Source: an optimization exercise on an open RTL-to-GDS flow (aim: small area and a short achievable clock period). Production flows keep margins and buffers that such runs may drop. Only the layout flow was run in this run; the RTL was not checked for function there.

===== flow/config.mk =====
export PLATFORM = sky130hd
export DESIGN_NAME = ce_agu
export DESIGN_NICKNAME = ce_agu
export VERILOG_FILES = /design/flow/design.v
export SDC_FILE = /design/flow/constraint.sdc
export NUM_CORES = 4
export LEC_CHECK = 0
export CAP_MARGIN = 20
export CORE_MARGIN = 2
export CORE_UTILIZATION = 40
export SLEW_MARGIN = 20

===== flow/constraint.sdc =====
create_clock -name core_clock -period 60.0 [get_ports {clk}]
set_input_delay 12.0000 -clock core_clock [delete_from_list [all_inputs] [get_ports {clk}]]
set_output_delay 12.0000 -clock core_clock [all_outputs]
set_load 0.01 [all_outputs]

===== flow/design.v =====
module ce_agu (
    input  wire        clk,
    input  wire        rst,         
    input  wire        wr_en,
    input  wire [4:0]  wr_sel,
    input  wire [15:0] wr_data,
    input  wire [4:0]  rd_sel,
    output wire [15:0] rd_data,
    input  wire        x_en,
    input  wire [1:0]  x_k,
    input  wire [15:0] x_disp,
    input  wire        x_upd,
    output wire [15:0] x_ea,
    output wire        x_fault,
    input  wire        y_en,
    input  wire [1:0]  y_k,
    input  wire [15:0] y_disp,
    input  wire        y_upd,
    output wire [15:0] y_ea,
    output wire        y_fault
);
    localparam DS = 8;           
    reg [15:0] xa [0:3];
    reg [15:0] ya [0:3];
    reg [15:0] xn [0:3];
    reg [15:0] yn [0:3];
    reg [15:0] xm [0:3];
    reg [15:0] ym [0:3];
    reg [32:0] pr [0:8];
    function [15:0] radd;
        input [15:0] x;
        input [15:0] y;
        input        ci;
        reg          c;
        integer      i;
        begin
            c = ci;
            for (i = 0; i < 16; i = i + 1) begin
                radd[i] = x[i] ^ y[i] ^ c;
                c = (x[i] & y[i]) | (x[i] & c) | (y[i] & c);
            end
        end
    endfunction
    function [15:0] radd3;
        input [15:0] x;
        input [15:0] y;
        input [15:0] z;
        reg   [15:0] sv;
        reg   [15:0] cv;
        integer      i;
        begin
            for (i = 0; i < 16; i = i + 1) begin
                sv[i] = x[i] ^ y[i] ^ z[i];
                cv[i] = (x[i] & y[i]) | (x[i] & z[i]) | (y[i] & z[i]);
            end
            radd3 = radd(sv, {cv[14:0], 1'b0}, 1'b0);
        end
    endfunction
    function [15:0] rev16;
        input [15:0] v;
        integer i;
        begin
            for (i = 0; i < 16; i = i + 1)
                rev16[i] = v[15 - i];
        end
    endfunction
    wire [2:0]      wr_p = {wr_sel[2], wr_sel[1:0]};
    wire [13:0]     f_len;
    wire [DS-1:0]   f_r0;
    wire            f_neg;
    wire [14-DS:0]  f_vlo;
    ce_agu_dvf u_dvf (
        .wr_sel(wr_sel), .wr_data(wr_data),
        .n0(xn[0]), .n1(xn[1]), .n2(xn[2]), .n3(xn[3]),
        .n4(yn[0]), .n5(yn[1]), .n6(yn[2]), .n7(yn[3]),
        .l0(xm[0][13:0]), .l1(xm[1][13:0]), .l2(xm[2][13:0]), .l3(xm[3][13:0]),
        .l4(ym[0][13:0]), .l5(ym[1][13:0]), .l6(ym[2][13:0]), .l7(ym[3][13:0]),
        .len(f_len), .r0(f_r0), .neg(f_neg), .vlo(f_vlo));
    wire [32:0]    dv_st  = pr[8];
    wire [2:0]     dp     = dv_st[32:30];
    wire [13:0]    dv_rem;
    ce_agu_dvb u_dvb (
        .len(dv_st[29:16]), .r0(dv_st[15:16-DS]), .neg(dv_st[15-DS]),
        .vlo(dv_st[14-DS:0]), .rem(dv_rem));
    function bad_mode;
        input [15:0] mr;
        begin
            bad_mode = (mr[15:14] == 2'd3) ||
                       (mr[15:14] == 2'd2 && (mr[3:0] == 4'd0 || mr[3:0] == 4'd15));
        end
    endfunction
    function [15:0] addr_update;
        input [15:0] a;
        input [15:0] n;
        input [15:0] mr;
        input [13:0] r;
        reg   [13:0] pmask;      
        reg   [13:0] off;
        reg   [15:0] s0, s1, s2;
        reg   [13:0] res;
        reg   [15:0] mmask;      
        reg   [15:0] bsum;
        integer      i;
        begin
            for (i = 0; i < 14; i = i + 1)
                pmask[i] = |(mr[13:0] >> i);
            off = a[13:0] & pmask;
            s0  = radd({2'b00, off}, {2'b00, r}, 1'b0);
            s1  = radd3({2'b00, off}, {2'b00, r}, ~{2'b00, mr[13:0]});           
            s2  = radd3({2'b00, off}, {2'b00, r}, {~{2'b00, mr[13:0]}, 1'b0} | 16'd0);  
            res = !s2[15] ? s2[13:0] : !s1[15] ? s1[13:0] : s0[13:0];
            for (i = 0; i < 16; i = i + 1)
                mmask[i] = (i < mr[3:0]);
            bsum = rev16(radd(rev16(a & mmask), rev16(n & mmask), 1'b0));
            case (mr[15:14])
                2'd0:    addr_update = radd(a, n, 1'b0);
                2'd1:    addr_update = {a[15:14], (a[13:0] & ~pmask) | res};
                default: addr_update = (a & ~mmask) | bsum;
            endcase
        end
    endfunction
    genvar g;
    function [15:0] sel4;
        input [3:0]  oh;
        input [15:0] w0, w1, w2, w3;
        begin
            sel4 = ({16{oh[0]}} & w0) | ({16{oh[1]}} & w1) |
                   ({16{oh[2]}} & w2) | ({16{oh[3]}} & w3);
        end
    endfunction
    wire [3:0]  x_oh = 4'b0001 << x_k;
    wire [3:0]  y_oh = 4'b0001 << y_k;
    wire [15:0] xm_s = sel4(x_oh, xm[0], xm[1], xm[2], xm[3]);
    wire [15:0] ym_s = sel4(y_oh, ym[0], ym[1], ym[2], ym[3]);
    wire [15:0] xn_s = sel4(x_oh, xn[0], xn[1], xn[2], xn[3]);
    wire [15:0] yn_s = sel4(y_oh, yn[0], yn[1], yn[2], yn[3]);
    wire [3:0] x_bad, y_bad;
    generate
        for (g = 0; g < 4; g = g + 1) begin : bad_flags
            assign x_bad[g] = bad_mode(xm[g]);
            assign y_bad[g] = bad_mode(ym[g]);
        end
    endgenerate
    wire [15:0] xa_s, ya_s;
    ce_agu_acc u_xacc (
        .a0(xa[0]), .a1(xa[1]), .a2(xa[2]), .a3(xa[3]), .bad(x_bad),
        .k(x_k), .en(x_en), .upd(x_upd), .disp(x_disp),
        .a(xa_s), .ea(x_ea), .fault(x_fault));
    ce_agu_acc u_yacc (
        .a0(ya[0]), .a1(ya[1]), .a2(ya[2]), .a3(ya[3]), .bad(y_bad),
        .k(y_k), .en(y_en), .upd(y_upd), .disp(y_disp),
        .a(ya_s), .ea(y_ea), .fault(y_fault));
    wire any_fault = x_fault || y_fault;
    wire x_do_upd  = x_en && x_upd && !any_fault;
    wire y_do_upd  = y_en && y_upd && !any_fault;
    wire [15:0] xr_e = sel4(x_oh, pr[0][15:0], pr[1][15:0], pr[2][15:0], pr[3][15:0]);
    wire [15:0] yr_e = sel4(y_oh, pr[4][15:0], pr[5][15:0], pr[6][15:0], pr[7][15:0]);
    wire [7:0]  dp_oh = 8'b00000001 << dp;
    wire [13:0] xr_s = |(x_oh & dp_oh[3:0]) ? dv_rem : xr_e[13:0];
    wire [13:0] yr_s = |(y_oh & dp_oh[7:4]) ? dv_rem : yr_e[13:0];
    wire [15:0] x_next = addr_update(xa_s, xn_s, xm_s, xr_s);
    wire [15:0] y_next = addr_update(ya_s, yn_s, ym_s, yr_s);
    wire [383:0] rd_all;
    generate
        for (g = 0; g < 4; g = g + 1) begin : rd_words
            assign rd_all[      g * 16 +: 16] = xa[g];
            assign rd_all[ 64 + g * 16 +: 16] = ya[g];
            assign rd_all[128 + g * 16 +: 16] = xn[g];
            assign rd_all[192 + g * 16 +: 16] = yn[g];
            assign rd_all[256 + g * 16 +: 16] = xm[g];
            assign rd_all[320 + g * 16 +: 16] = ym[g];
        end
    endgenerate
    ce_agu_rd u_rd (.w(rd_all), .sel(rd_sel), .d(rd_data));
    wire [15:0] wd     = wr_data & {16{!rst}};
    wire [15:0] x_nd   = x_next & {16{!rst}};
    wire [15:0] y_nd   = y_next & {16{!rst}};
    wire        wr_nm  = wr_en && (wr_sel[4:3] == 2'b01 || wr_sel[4:3] == 2'b10);
    wire [32:0] dv_new = {wr_p, f_len, f_r0, f_neg, f_vlo} & {33{!rst}};
    wire [32:0] rem_d  = {19'd0, dv_rem & {14{!rst}}};
    integer j;
    always @(posedge clk) begin
        if (rst) begin
            for (j = 0; j < 4; j = j + 1) begin
                xa[j] <= wd;
                ya[j] <= wd;
                xn[j] <= wd;
                yn[j] <= wd;
                xm[j] <= wd;
                ym[j] <= wd;
            end
            for (j = 0; j < 9; j = j + 1)
                pr[j] <= rem_d;
        end
        if (x_do_upd)
            xa[x_k] <= x_nd;
        if (y_do_upd)
            ya[y_k] <= y_nd;
        pr[dp] <= rem_d;
        if (wr_nm)
            pr[8] <= dv_new;
        if (wr_en) begin
            case (wr_sel[4:2])
                3'd0: xa[wr_sel[1:0]] <= wd;
                3'd1: ya[wr_sel[1:0]] <= wd;
                3'd2: xn[wr_sel[1:0]] <= wd;
                3'd3: yn[wr_sel[1:0]] <= wd;
                3'd4: xm[wr_sel[1:0]] <= wd;
                3'd5: ym[wr_sel[1:0]] <= wd;
                default: ;
            endcase
        end
    end
endmodule
module ce_agu_acc (
    input  wire [15:0] a0, a1, a2, a3,
    input  wire [3:0]  bad,
    input  wire [1:0]  k,
    input  wire        en,
    input  wire        upd,
    input  wire [15:0] disp,
    output wire [15:0] a,
    output wire [15:0] ea,
    output wire        fault
);
    function [15:0] fadd;
        input [15:0] x;
        input [15:0] y;
        reg   [15:0] gg, pp, g2, p2;
        integer      i, d;
        begin
            gg = x & y;
            pp = x ^ y;
            for (d = 1; d < 16; d = d * 2) begin
                g2 = gg;
                p2 = pp;
                for (i = d; i < 16; i = i + 1) begin
                    g2[i] = gg[i] | (pp[i] & gg[i - d]);
                    p2[i] = pp[i] & pp[i - d];
                end
                gg = g2;
                pp = p2;
            end
            fadd = (x ^ y) ^ {gg[14:0], 1'b0};
        end
    endfunction
    assign a     = k[1] ? (k[0] ? a3 : a2) : (k[0] ? a1 : a0);
    assign ea    = fadd(a, disp);
    assign fault = en && upd && bad[k];
endmodule
module ce_agu_rd (
    input  wire [383:0] w,
    input  wire [4:0]   sel,
    output wire [15:0]  d
);
    assign d = (sel[4:3] == 2'b11) ? 16'd0 : w[sel * 16 +: 16];
endmodule
module ce_agu_dvf #(parameter DS = 8) (    
    input  wire [4:0]     wr_sel,
    input  wire [15:0]    wr_data,
    input  wire [15:0]    n0, n1, n2, n3, n4, n5, n6, n7,
    input  wire [13:0]    l0, l1, l2, l3, l4, l5, l6, l7,
    output wire [13:0]    len,
    output wire [DS-1:0]  r0,
    output wire           neg,
    output wire [14-DS:0] vlo
);
    function [14:0] dv_step;
        input [14:0] sh;
        input [13:0] len;
        input integer w;
        reg   [15:0] df;
        reg   [14:0] mk;
        begin
            mk = (15'd1 << w) - 15'd1;
            df = {1'b0, sh & mk} + {1'b0, ~{1'b0, len} & mk};
            if (df[w] && ({1'b0, len} >> w) == 15'd0)
                dv_step = df[14:0] & mk;
            else
                dv_step = sh & mk;
        end
    endfunction
    reg  [15:0] n_old;
    reg  [13:0] l_old;
    always @(*) begin
        case ({wr_sel[2], wr_sel[1:0]})
            3'd0: begin n_old = n0; l_old = l0; end
            3'd1: begin n_old = n1; l_old = l1; end
            3'd2: begin n_old = n2; l_old = l2; end
            3'd3: begin n_old = n3; l_old = l3; end
            3'd4: begin n_old = n4; l_old = l4; end
            3'd5: begin n_old = n5; l_old = l5; end
            3'd6: begin n_old = n6; l_old = l6; end
            default: begin n_old = n7; l_old = l7; end
        endcase
    end
    wire [15:0] n = wr_sel[4] ? n_old : wr_data;             
    assign len    = wr_sel[4] ? wr_data[13:0] : l_old;
    wire [14:0] v = n[14:0] ^ {15{n[15]}};
    wire [14:0] r [0:DS];
    assign r[0] = 15'd0;
    genvar s;
    generate
        for (s = 0; s < DS; s = s + 1) begin : st
            assign r[s+1] = dv_step({r[s][13:0], v[14 - s]}, len, s + 1);
        end
    endgenerate
    assign r0  = r[DS][DS-1:0];
    assign neg = n[15];
    assign vlo = v[14-DS:0];
endmodule
module ce_agu_dvb #(parameter DS = 8) (    
    input  wire [13:0]    len,
    input  wire [DS-1:0]  r0,
    input  wire           neg,
    input  wire [14-DS:0] vlo,
    output wire [13:0]    rem
);
    function [14:0] dv_step;
        input [14:0] sh;
        input [13:0] len;
        input integer w;
        reg   [15:0] df;
        reg   [14:0] mk;
        begin
            mk = (15'd1 << w) - 15'd1;
            df = {1'b0, sh & mk} + {1'b0, ~{1'b0, len} & mk};
            if (df[w] && ({1'b0, len} >> w) == 15'd0)
                dv_step = df[14:0] & mk;
            else
                dv_step = sh & mk;
        end
    endfunction
    wire [14:0] r [DS:15];
    assign r[DS] = {{(15-DS){1'b0}}, r0};
    genvar s;
    generate
        for (s = DS; s < 15; s = s + 1) begin : st
            assign r[s+1] = dv_step({r[s][13:0], vlo[14 - s]}, len, s + 1);
        end
    endgenerate
    wire [13:0] q = r[15][13:0];
    assign rem = neg ? len - q : q;
endmodule

===== flow/flow/run.sh =====
#!/bin/bash
# The standard layout (standard.sh) with these changes:
# - synthesis keeps the design's modules apart until technology mapping and
#   maps each with its own ABC script (abc_hier.tcl); the netlist is then
#   flattened and renamed by synth_recipe.tcl as usual;
# - the port buffers that placement inserts are buf_4 cells;
# - clock tree synthesis uses clkbuf_8 cells, clusters of up to 12 sinks and
#   no dummy loads.
# Every other step and script is ORFS's own.
set -euo pipefail
here=$(pwd)
rm -rf "$here/own_scripts"
cp -r "$FLOW_HOME/scripts" "$here/own_scripts"
sed -i 's|^  log_cmd abc {\*}\$abc_args$|  source $::env(OWN_ABC_DIR)/abc_hier.tcl|' "$here/own_scripts/synth.tcl"
grep -q 'abc_hier.tcl' "$here/own_scripts/synth.tcl"
export OWN_ABC_DIR="$here/flow"
export BUFFER_PORTS_ARGS="-buffer_cell sky130_fd_sc_hd__buf_4"
export CTS_ARGS="-sink_clustering_enable -repair_clock_nets -dont_use_dummy_load -buf_list sky130_fd_sc_hd__clkbuf_8 -sink_clustering_size 12 -sink_clustering_max_diameter 60"
bash standard.sh SCRIPTS_DIR="$here/own_scripts" SYNTH_HIERARCHICAL=1 SYNTH_MINIMUM_KEEP_SIZE=0 \
    synth > "$here/synth.log" 2>&1
bash standard.sh "BUFFER_PORTS_ARGS=$BUFFER_PORTS_ARGS" "CTS_ARGS=$CTS_ARGS" > "$here/layout.log" 2>&1

===== flow/flow/abc_area.script =====
strash
&get -n
&fraig -x
&put
scorr
dc2
strash
&get -n
&dch -f
&nf
&put
buffer -c
topo
stime -c
upsize -c
dnsize -c

===== flow/flow/abc_dvb.script =====
strash
dc2
dch -f
map -D 10000
topo
stime -c
buffer -c
upsize -c
dnsize -c

===== flow/flow/abc_dvf.script =====
strash
dc2
dch -f
map -D 8000
topo
stime -c
buffer -c
upsize -c
dnsize -c

===== flow/flow/abc_fast.script =====
strash
dch
map -D 1500
topo
stime -c
buffer -c
upsize -c
dnsize -c

===== flow/flow/abc_hier.tcl =====
# Sourced by synth.tcl in place of its single abc call. Maps each module of
# the design with its own ABC script: the access module, which lies on the
# paths from inputs to outputs, for least delay; the rest for least area
# (abc_area.script) or for least area under a delay bound (map -D).
set own_dir $::env(OWN_ABC_DIR)
set abc_rest [lrange $abc_args 2 end]
log_cmd abc -script $own_dir/abc_fast.script {*}$abc_rest ce_agu_acc
log_cmd abc -script $own_dir/abc_area.script {*}$abc_rest ce_agu_rd
log_cmd abc -script $own_dir/abc_dvf.script {*}$abc_rest ce_agu_dvf
log_cmd abc -script $own_dir/abc_dvb.script {*}$abc_rest ce_agu_dvb
log_cmd abc -script $own_dir/abc_top.script {*}$abc_rest ce_agu

===== flow/flow/abc_top.script =====
strash
dc2
dch -f
map -D 15000
topo
stime -c
buffer -c
upsize -c
dnsize -c

===== flow/standard.sh =====
#!/bin/bash
# synth_recipe.tcl (not shown) runs the flow's synth.tcl, then flattens the netlist and writes it again
# the make line also repeats each setting of config.mk as NAME=value (left out here)
make -C /OpenROAD-flow-scripts/flow DESIGN_CONFIG=/design/flow/config.mk WORK_HOME=/design/flow/orfs CLKGATE_MAP_FILE= SYNTH_SCRIPT=/design/flow/synth_recipe.tcl "${@:-finish}"

==> flow_summary_export.csv <==
group,metric,value,unit
cells_and_area,fill_cells,9789,
floorplan,fp.coreArea,0.1017,sq mm
sta,setup_violations,0,
drt,avgRoutedWirePerCell,28.16,microns
clock_network,postCtsHoldBufs,0,
drt,vias_per_cell,6.132,
cells_and_area,final_common_cell,"nand2_1",
cells_and_area,layout_common_cells,"nand2_1, edfxtp_1, nor2_1",
flow_run,drv_cap,0,
logic_synthesis,ys_ff_latch,529,
clock_network,clk_pin_slew,0.08,ns
floorplan,dieArea,0.1052,sq mm
outcome,status,"complete, no violations",
clock_network,cts_setup_buffers,0,
sta,skew,0.1009,ns
critical_path,reg2reg_to,"ya[2][7]$_DFFE_PP_",
logic_synthesis,ys_top_cells_by_area,"edfxtp_1, fa_1, nand2_1",
logic_synthesis,synthCells,4280,
logic_synthesis,syn_avg_cell_area,9.594,sq um
critical_path,crit_top_cell,"nor2_1",
floorplan,io_pins,119,
worst_hold_path,hp-start,"ym[3][8]$_DFFE_PP_",
drt,drtIter0Drc,4934,
global_route,grt_overflow_total,0,
sta,setup_tns,0,ns
critical_path,path_class,"flip-flop to flip-flop",
floorplan,rows,117,
placed_design,port_buffers,118,
worst_hold_path,hp-class,"flip-flop to flip-flop",
drt,detail_route.first_pass.iterations,7,
critical_path,crit_path_start_kind,"flip-flop",
worst_hold_path,hold_end,"pr[8][24]$_SDFFCE_PN0P_",
drt,drtAntennaViolNets,0,
critical_path,r2r-start,"pr[8][17]$_SDFFCE_PN0P_",
floorplan,die_h,324.4,microns
sta,period_minus_slack,28.67,ns
sta,rsz0062_at_grt,"no",
logic_synthesis,ys_warn_count,10,
clock_network,cts_buffers,54,
logic_synthesis,synth-edff-count,529,
sta,fmax,0.03488,GHz
logic_synthesis,yosysSeqAreaShare,38.69,%
global_route,antenna_found_initial,8,
sta,tightest_slew,1.228,ns
critical_path,critPathMaxFanout,27,
worst_hold_path,hold_depth,4,
sta,min_period_over_period,47.78,%
critical_path,crit_arrival,29.21,ns
logic_synthesis,synth_fp_nets,4703,
clock_network,cts_sinks,529,
clock_network,cts_tree,"built",
clock_network,clockRootBuffer,"clkbuf_8",
logic_synthesis,yosys.area.top_type,"edfxtp_1",
cells_and_area,area_growth_syn_to_layout,8.039,%
global_route,grt_pass1_vias,32440,
cells_and_area,utilization,43.60,%
clock_network,cts_resized,0,
sta,drv_slew,0,
logic_synthesis,synth-main-ff-cell,"edfxtp_1",
logic_synthesis,synth.top_cell.area_share,38.69,%
cells_and_area,drive_above_1_share,12.87,%
drt,routed-via-count,35040,
global_route,grt_start_max_net_pins,60,
placed_design,gp_congestion,1.031,
sta,hold_viol_final,0,
cells_and_area,fin_nets,4770,
floorplan,die_w,324.4,microns
critical_path,cp.required,60.54,ns
clock_network,clock_path_buffers,3,
critical_path,crit_slowest_cell,"a31oi_1",
critical_path,endpoint_kind,"flip-flop",
logic_synthesis,synth_cell_types,81,
logic_synthesis,synth_area,0.04106,sq mm
placed_design,detailed_place_hpwl,120400,microns
critical_path,slowest_delay,0.72,ns
clock_network,htreeDepth,2,
drt,drc_errors,0,
logic_synthesis,ys_async_sr_fraction,0,%
drt,routed_wl,160900,microns
global_route,grt_pass1_wl,229300,microns
floorplan,initial_core_util,40.36,%
global_route,grt_usage,29.70,%
sta,max-slew-margin-rel,17.61,%
clock_network,clk_latency,0.72,ns
critical_path,rr_worst_depth,146,
critical_path,rrSetupSlack,31.33,ns
-- cell families (layout without fill, tap and decap cells) --
group,Yosys count,after routing,synth area share [%]
AOI/OAI and AO/OA,1114,1114,17.30
xor gates and xnor gates,134,134,2.858
adders and majority gates,354,354,14.13
buffers and inverters,678,743,6.612
DFF,529,529,38.69
muxes,130,130,6.667
other,0,2,0
and+or+nand+nor,1341,1341,13.74
-- registers in the layout (all words and copies together) (netlist names) --
name	count
pr	145
ya	64
xm	64
xa	64
yn	64
ym	64
xn	64
-- layout make-up --
type,instances,area [sq um],area share [%]
Tap cell,1368,1712,3.858
Timing Repair Buffer,200,1505,3.393
Clock buffer,54,743.2,1.675
Sequential cell,529,15890,35.81
Inverter,489,1844,4.157
Antenna cell,2,5.005,0.01128
Multi-Input combinational cell,3073,22670,51.10
-- Yosys stat by module, one instance, submodules excluded --
module	times used	flip-flops and latches
ce_agu	1	529
ce_agu_dvb	1	0
ce_agu_dvf	1	0
ce_agu_rd	1	0
ce_agu_acc	2	0
-- worst max path at each step --
stage                             from                  end  cells past startpoint
2_1_floorplan                   y_k[0]             y_ea[14]                     14
3_3_place_gp   pr[8][17]$_SDFFCE_PN0P_   ya[0][4]$_DFFE_PP_                    150
3_5_place_dp   pr[8][17]$_SDFFCE_PN0P_   ya[2][4]$_DFFE_PP_                    150
4_1_cts        pr[8][17]$_SDFFCE_PN0P_  ya[0][10]$_DFFE_PP_                    149
5_1_grt        pr[8][17]$_SDFFCE_PN0P_  ya[3][10]$_DFFE_PP_                    149
6_report       pr[8][17]$_SDFFCE_PN0P_   ya[2][7]$_DFFE_PP_                    146
-- metal layers --
layer / GRT usage (%) / routed length [microns] / vias to the layer above
met1: 39.06 / 60620 / 16890
met4: 17.26 / 11640 / 10
li1: - / - / 15350
met5: 0 / 65 / -
met2: 43.74 / 68170 / 2311
met3: 8.378 / 20420 / 492
-- cell usage after synthesis (74+ instances only) --
master and count:
o21ai_0 357, a21oi_1 180, ha_1 171, xor2_1 94, nand3_1 74, clkbuf_1 107, nor2_1 485, mux4_2 96
inv_1 426, edfxtp_1 529, fa_1 183, nand2_1 619, a22oi_1 188
-- metrics by stage --
step / instance area [sq um] / setup slack, ns / instances / hold WS, ns
after CTS: 44330 / 31.48 / 5713 / 0.9563
after global routing: 44360 / 28.79 / 5714 / 1.060
after global placement: 43570 / 31.89 / 5659 / 0.9141
after floorplan: 41060 / 33.75 / 4280 / 0.7656
final: 44360 / 31.33 / 5715 / 0.9726
after detailed placement: 43580 / 31.54 / 5659 / 0.9177
-- worst max-delay path: cells and delay by family, from the launching register on --
kind | cells | cell delay, ns
xor+xnor | 1 | 0.15
compound gates | 65 | 11.87
simple gates | 44 | 4.88
flops | 1 | 0.47
mux | 4 | 1.70
fa+ha+maj | 22 | 7.96
buf+inv | 10 | 1.41

-- static timing again, ports no longer ideal --
The results above use ideal ports. As a check the final layout listed here was re-extracted and re-timed, cells and wires unchanged.
Step 1 (the two cells are an assumption about what drives the block):
set clk [get_ports {clk}]
set_driving_cell -lib_cell sky130_fd_sc_hd__clkbuf_16 $clk
set_driving_cell -lib_cell sky130_fd_sc_hd__buf_2 [delete_from_list [all_inputs] $clk]
Step 2 adds t to the input delays and takes it off the output delays; t is the mean of the earliest and latest rising clock arrival at the registers after step 1. Input paths then give back, and output paths get back, about the clock's delay inside the block.
a / b / c = no drivers / after step 1 / after step 2; a / b = the first two.
shift t [ns]: 0.729
slack for setup (ns): 31.330 / 31.330 / 31.330
clock arrival spread, ns: 0.104 / 0.104
slew at the worst register clock pin (ns): 0.09 / 0.09
worst slew at a driven data input, ns: 0.19
After both steps this run still meets setup and hold. The setup slack of this run moves by 0.000 ns with the drivers and by 0.000 ns with both steps.
